From an optimization exercise on the open Yosys and OpenROAD flow, aimed at small area, a short achievable clock period and few clock cycles per item; shortcuts taken in it are not production practice. RTL that was checked went through simulation tests only; none was proved equivalent to the original. Power figures rest on the tool's default switching activity, not on a simulated workload.

==> job 5898 <==
==> flow/design.v (excerpt) <==
module fpu32 (
    input  wire        clk,
    input  wire        rst,
    input  wire        in_valid,
    input  wire [3:0]  in_op,
    input  wire [1:0]  in_rm,
    input  wire        in_cnan,
    input  wire [31:0] in_a,
    input  wire [31:0] in_b,
    input  wire [31:0] in_c,
    output wire        out_valid,
    output wire [31:0] out_result,
    output wire [4:0]  out_flags
);
Settings: LEC_CHECK=0, CAP_MARGIN=20, CORE_MARGIN=2, CORE_UTILIZATION=40, PLACE_DENSITY=0.75, SLEW_MARGIN=20; clock period 11.5 ns.
standard.sh (not shown) runs the stock make flow with config.mk's settings and CLKGATE_MAP_FILE= SYNTH_SCRIPT=/design/flow/synth_recipe.tcl, a recipe that flattens the netlist after the stock synthesis.
==> flow/flow/run.sh <==
#!/bin/bash
# Layout flow: the standard synthesis unchanged, then the standard ORFS
# layout steps with a larger setup margin for the resizer's timing repair,
# so that it keeps improving paths well below the 11.5 ns clock.
set -euo pipefail
MARGIN=$(cat flow/margin.txt)
bash standard.sh synth > synth.log 2>&1
bash standard.sh SETUP_SLACK_MARGIN=$MARGIN finish > layout.log 2>&1
==> flow/flow/margin.txt <==
7.5
==> inputs of job 5871, as changes to job 5898 <==
--- a/flow/config.mk
+++ b/flow/config.mk
@@ -9,4 +9,5 @@
 export CORE_MARGIN = 2
 export CORE_UTILIZATION = 40
-export PLACE_DENSITY = 0.75
+export CTS_CLUSTER_DIAMETER = 100
+export CTS_CLUSTER_SIZE = 25
 export SLEW_MARGIN = 20
==> inputs of job 3248, as changes to job 5898 <==
==> flow/flow/margin.txt (replaced) <==
7.6
--- a/flow/config.mk
+++ b/flow/config.mk
@@ -9,4 +9,5 @@
 export CORE_MARGIN = 2
 export CORE_UTILIZATION = 40
-export PLACE_DENSITY = 0.75
+export CTS_CLUSTER_DIAMETER = 100
+export CTS_CLUSTER_SIZE = 25
 export SLEW_MARGIN = 20
==> comparison <==
- Job 5871 finished with timing, DRC and antenna clean. Job 5898 finished clean. Job 3248 passed the timing, DRC and antenna checks.
- Setup slack, highest first: job 5871, job 3248, job 5898.
- The highest final cell count belongs to job 5898, the lowest to job 5871.
- Critical path depth is the same in job 5871 and job 3248.
- Synthesized area is the same in job 5871 and job 5898.
- Against job 5871, the power of job 5898 is larger by about 7%.
- In job 5898 the utilization is higher than in job 3248, by 1.0 points.
==> figures <==
Result of the run: job 3248 finished clean; job 5898 finished clean; job 5871 finished clean
Filler instances: job 3248 12100; job 5898 11600; job 5871 12000
DPL Wire Length: job 3248 129 mm; job 5898 125 mm; job 5871 131 mm
Data arrival time at the worst-slack endpoint: job 3248 4.50 ns; job 5898 4.66 ns; job 5871 4.50 ns
Last element of the critical path: job 3248 g_c0.q_dab[8]$_DFF_P_; job 5898 g_c3.q[10]$_DFF_P_; job 5871 g_c0.q_dab[8]$_DFF_P_
Sequential power share: job 3248 0.274; job 5898 0.260; job 5871 0.279
WHS Endpoint: job 3248 g_c3.q[91]$_DFF_P_; job 5898 g_c3.q[93]$_DFF_P_; job 5871 g_c3.q[92]$_DFF_P_
Wire length on met2: job 3248 79.8 mm; job 5898 76.4 mm; job 5871 80.7 mm
Worst hold margin: job 3248 0.329 ns; job 5898 0.316 ns; job 5871 0.334 ns
Max-Slew Margin vs Limit: job 3248 0.249; job 5898 0.127; job 5871 0.233
Storage element area: job 3248 14400 sq um; job 5898 14400 sq um; job 5871 14400 sq um
Via count of the first global-routing pass: job 3248 41300; job 5898 42300; job 5871 41100
Post-CTS setup buffer count: job 3248 33; job 5898 39; job 5871 22
Testbench counts of job 5898, summed over its fixed seeds: cycles 16,056, items 16,000.
Testbench counts of job 5871, summed over its fixed seeds: cycles 16,056, items 16,000.
Testbench counts of job 3248, summed over its fixed seeds: cycles 16,056, items 16,000.

========
==> trial 69 <==
fpu32, a different RTL version from the one above (not shown whole).
clock: 11.5 ns
lec_check: 0
cap_margin: 20
core_margin: 2
core_utilization: 40
cts_cluster_diameter: 100
cts_cluster_size: 25
slew_margin: 20
==> flow/flow/margin.txt <==
7.5
Scripts as last shown in full above: flow/flow/run.sh
==> inputs of build 6, as changes to trial 69 <==
--- a/flow/design.v
+++ b/flow/design.v
@@ -135,14 +135,19 @@
     end
     wire a_nan  = (a[30:23] == 8'hFF) && (a[22:0] != 23'b0);
     wire b_nan  = (b[30:23] == 8'hFF) && (b[22:0] != 23'b0);
     wire a_snan = a_nan && !a[22];
     wire b_snan = b_nan && !b[22];
-    wire mag_lt = (a[30:0] < b[30:0]);
-    wire mag_eq = (a[30:0] == b[30:0]);
-    wire a_less_b = (a[31] != b[31]) ? a[31] : (a[31] ? !(mag_lt || mag_eq) : mag_lt);
-    wire a_eq_b   = mag_eq && (a[31] == b[31]);
+    reg a_less_b;
+    always @(*) begin
+        if (a[31] != b[31])
+            a_less_b = a[31];
+        else if (a[31])
+            a_less_b = (a[30:0] > b[30:0]);
+        else
+            a_less_b = (a[30:0] < b[30:0]);
+    end
     reg [31:0] misc_res;
     reg        misc_inv;
     always @(*) begin
         misc_res = 32'b0;
         misc_inv = 1'b0;
@@ -160,11 +165,11 @@
                 end else if (b_nan) begin
                     misc_res = a;
                 end else if (op == OP_FMAX) begin
                     misc_res = a_less_b ? b : a;
                 end else begin
-                    misc_res = (a_less_b || a_eq_b) ? a : b;
+                    misc_res = (a_less_b || a == b) ? a : b;
                 end
             end
         endcase
     end
     wire        take  = !is_arith || sp_take;
==> flow/config.mk (replaced) <==
export PLATFORM = sky130hd
export DESIGN_NAME = fpu32
export DESIGN_NICKNAME = fpu32
export VERILOG_FILES = /design/flow/design.v
export SDC_FILE = /design/flow/constraint.sdc
export NUM_CORES = 4
export LEC_CHECK = 0
export ABC_AREA = 1
export CAP_MARGIN = 20
export CORE_MARGIN = 2
export CORE_UTILIZATION = 40
export SLEW_MARGIN = 20
==> inputs of build 1, as changes to trial 69 <==
--- a/flow/design.v
+++ b/flow/design.v
@@ -135,14 +135,19 @@
     end
     wire a_nan  = (a[30:23] == 8'hFF) && (a[22:0] != 23'b0);
     wire b_nan  = (b[30:23] == 8'hFF) && (b[22:0] != 23'b0);
     wire a_snan = a_nan && !a[22];
     wire b_snan = b_nan && !b[22];
-    wire mag_lt = (a[30:0] < b[30:0]);
-    wire mag_eq = (a[30:0] == b[30:0]);
-    wire a_less_b = (a[31] != b[31]) ? a[31] : (a[31] ? !(mag_lt || mag_eq) : mag_lt);
-    wire a_eq_b   = mag_eq && (a[31] == b[31]);
+    reg a_less_b;
+    always @(*) begin
+        if (a[31] != b[31])
+            a_less_b = a[31];
+        else if (a[31])
+            a_less_b = (a[30:0] > b[30:0]);
+        else
+            a_less_b = (a[30:0] < b[30:0]);
+    end
     reg [31:0] misc_res;
     reg        misc_inv;
     always @(*) begin
         misc_res = 32'b0;
         misc_inv = 1'b0;
@@ -160,11 +165,11 @@
                 end else if (b_nan) begin
                     misc_res = a;
                 end else if (op == OP_FMAX) begin
                     misc_res = a_less_b ? b : a;
                 end else begin
-                    misc_res = (a_less_b || a_eq_b) ? a : b;
+                    misc_res = (a_less_b || a == b) ? a : b;
                 end
             end
         endcase
     end
     wire        take  = !is_arith || sp_take;
--- a/flow/config.mk
+++ b/flow/config.mk
@@ -7,7 +7,7 @@
 export LEC_CHECK = 0
 export CAP_MARGIN = 20
 export CORE_MARGIN = 2
 export CORE_UTILIZATION = 40
 export CTS_CLUSTER_DIAMETER = 100
-export CTS_CLUSTER_SIZE = 25
+export CTS_CLUSTER_SIZE = 30
 export SLEW_MARGIN = 20
==> inputs of trial 87, as changes to trial 69 <==
--- a/flow/design.v
+++ b/flow/design.v
@@ -135,14 +135,19 @@
     end
     wire a_nan  = (a[30:23] == 8'hFF) && (a[22:0] != 23'b0);
     wire b_nan  = (b[30:23] == 8'hFF) && (b[22:0] != 23'b0);
     wire a_snan = a_nan && !a[22];
     wire b_snan = b_nan && !b[22];
-    wire mag_lt = (a[30:0] < b[30:0]);
-    wire mag_eq = (a[30:0] == b[30:0]);
-    wire a_less_b = (a[31] != b[31]) ? a[31] : (a[31] ? !(mag_lt || mag_eq) : mag_lt);
-    wire a_eq_b   = mag_eq && (a[31] == b[31]);
+    reg a_less_b;
+    always @(*) begin
+        if (a[31] != b[31])
+            a_less_b = a[31];
+        else if (a[31])
+            a_less_b = (a[30:0] > b[30:0]);
+        else
+            a_less_b = (a[30:0] < b[30:0]);
+    end
     reg [31:0] misc_res;
     reg        misc_inv;
     always @(*) begin
         misc_res = 32'b0;
         misc_inv = 1'b0;
@@ -160,11 +165,11 @@
                 end else if (b_nan) begin
                     misc_res = a;
                 end else if (op == OP_FMAX) begin
                     misc_res = a_less_b ? b : a;
                 end else begin
-                    misc_res = (a_less_b || a_eq_b) ? a : b;
+                    misc_res = (a_less_b || a == b) ? a : b;
                 end
             end
         endcase
     end
     wire        take  = !is_arith || sp_take;
--- a/flow/config.mk
+++ b/flow/config.mk
@@ -9,5 +9,6 @@
 export CORE_MARGIN = 2
 export CORE_UTILIZATION = 40
 export CTS_CLUSTER_DIAMETER = 100
 export CTS_CLUSTER_SIZE = 25
 export SLEW_MARGIN = 20
+export TNS_END_PERCENT = 20
==> notes.md <==
- Final hold slack: between 0.3 and 0.4 ns
- Run status: complete, no violations
- Comb_multi_in: a little under 4k
- Crit path time final: ~4.0 ns
- Critical Path AT: ~4.5 ns
- Switching Share: 0.487
- Inverter count: 549
- PD cells: approximately 300 nW/µm²
- CP max stage delay: about 0.54 ns
That was build 1.
==> notes.md <==
- Final hold slack: roughly 0.32 ns
- CP max stage delay: 0.53 ns
- Run status: complete, no violations
- Critical Path AT: around 4.6 ns
- PD cells: between 200 and 300 nW/µm²
That was trial 69.
==> notes.md <==
- PD cells: ~290 nW/µm²
- Comb_multi_in: between 3k and 4k
- Final hold slack: roughly 0.33 ns
- Crit path time final: 4.10 ns
- Routed wl met3: between 10000 and 15000 µm
- Run status: complete, no violations
- Layout filler cell count: 12.1k
- Critical Path AT: 4.65 ns
- Met1 global-route usage: 0.338
- Inverter count: 549
That was trial 87.
==> notes.md <==
- Run status: complete, no violations
- Comb_multi_in: 4670
- Inverter count: between 1k and 1.5k
- Crit path time final: about 3.9 ns
- Final hold slack: around 0.32 ns
- PD cells: about 290 nW/µm²
- Critical Path AT: between 4 and 5 ns
That was build 6.
Testbench counts of build 6, summed over its fixed seeds: cycles 16,056, items 16,000.
Testbench counts of build 1, summed over its fixed seeds: cycles 16,056, items 16,000.
Testbench counts of trial 87, summed over its fixed seeds: cycles 16,056, items 16,000.
For trial 69, only the layout was checked, not whether the RTL still works.

## separate check: timing with driven ports
In the flow no input, the clock included, has a driving cell. The finished layouts below were timed again as built, in two steps. Step 1 assumes that a clkbuf_16 drives the clock port and a buf_2 every other input. Step 2 moves the port delays by t, midway between the first and last clock arrival at a register: inputs arrive t later, outputs are due t later. That takes back most of the time a late clock gives input paths. Three values: ideal ports, drivers, drivers and shift; two values: the first two.
run | t, ns | setup WS [ns] | worst hold slack (ns) | worst data-port slew with drivers (ns) | pins driven straight from the clock port
job 5898 | 0.755 | 7.412 / 7.412 / 6.765 | 0.316 / 0.316 / 0.316 | 0.08 | 1
job 5871 | 0.713 | 7.552 / 7.536 / 6.880 | 0.334 / 0.334 / 0.334 | 0.06 | 1
job 3248 | 0.714 | 7.531 / 7.553 / 6.841 | 0.329 / 0.329 / 0.329 | 0.08 | 1
trial 69 | 0.734 | 7.453 / 7.453 / 6.791 | 0.325 / 0.325 / 0.325 | 0.06 | 1
build 6 | 0.770 | 7.557 / 7.526 / 6.837 | 0.321 / 0.321 / 0.321 | 0.05 | 1
build 1 | 0.718 | 7.540 / 7.510 / 6.867 | 0.330 / 0.330 / 0.330 | 0.06 | 1
trial 87 | 0.714 | 7.401 / 7.438 / 6.724 | 0.331 / 0.331 / 0.331 | 0.05 | 1
After both steps every run listed still meets setup and hold. For build 6, which loses most, drivers alone change the setup slack by -0.031 ns; drivers and shift together by -0.720 ns.
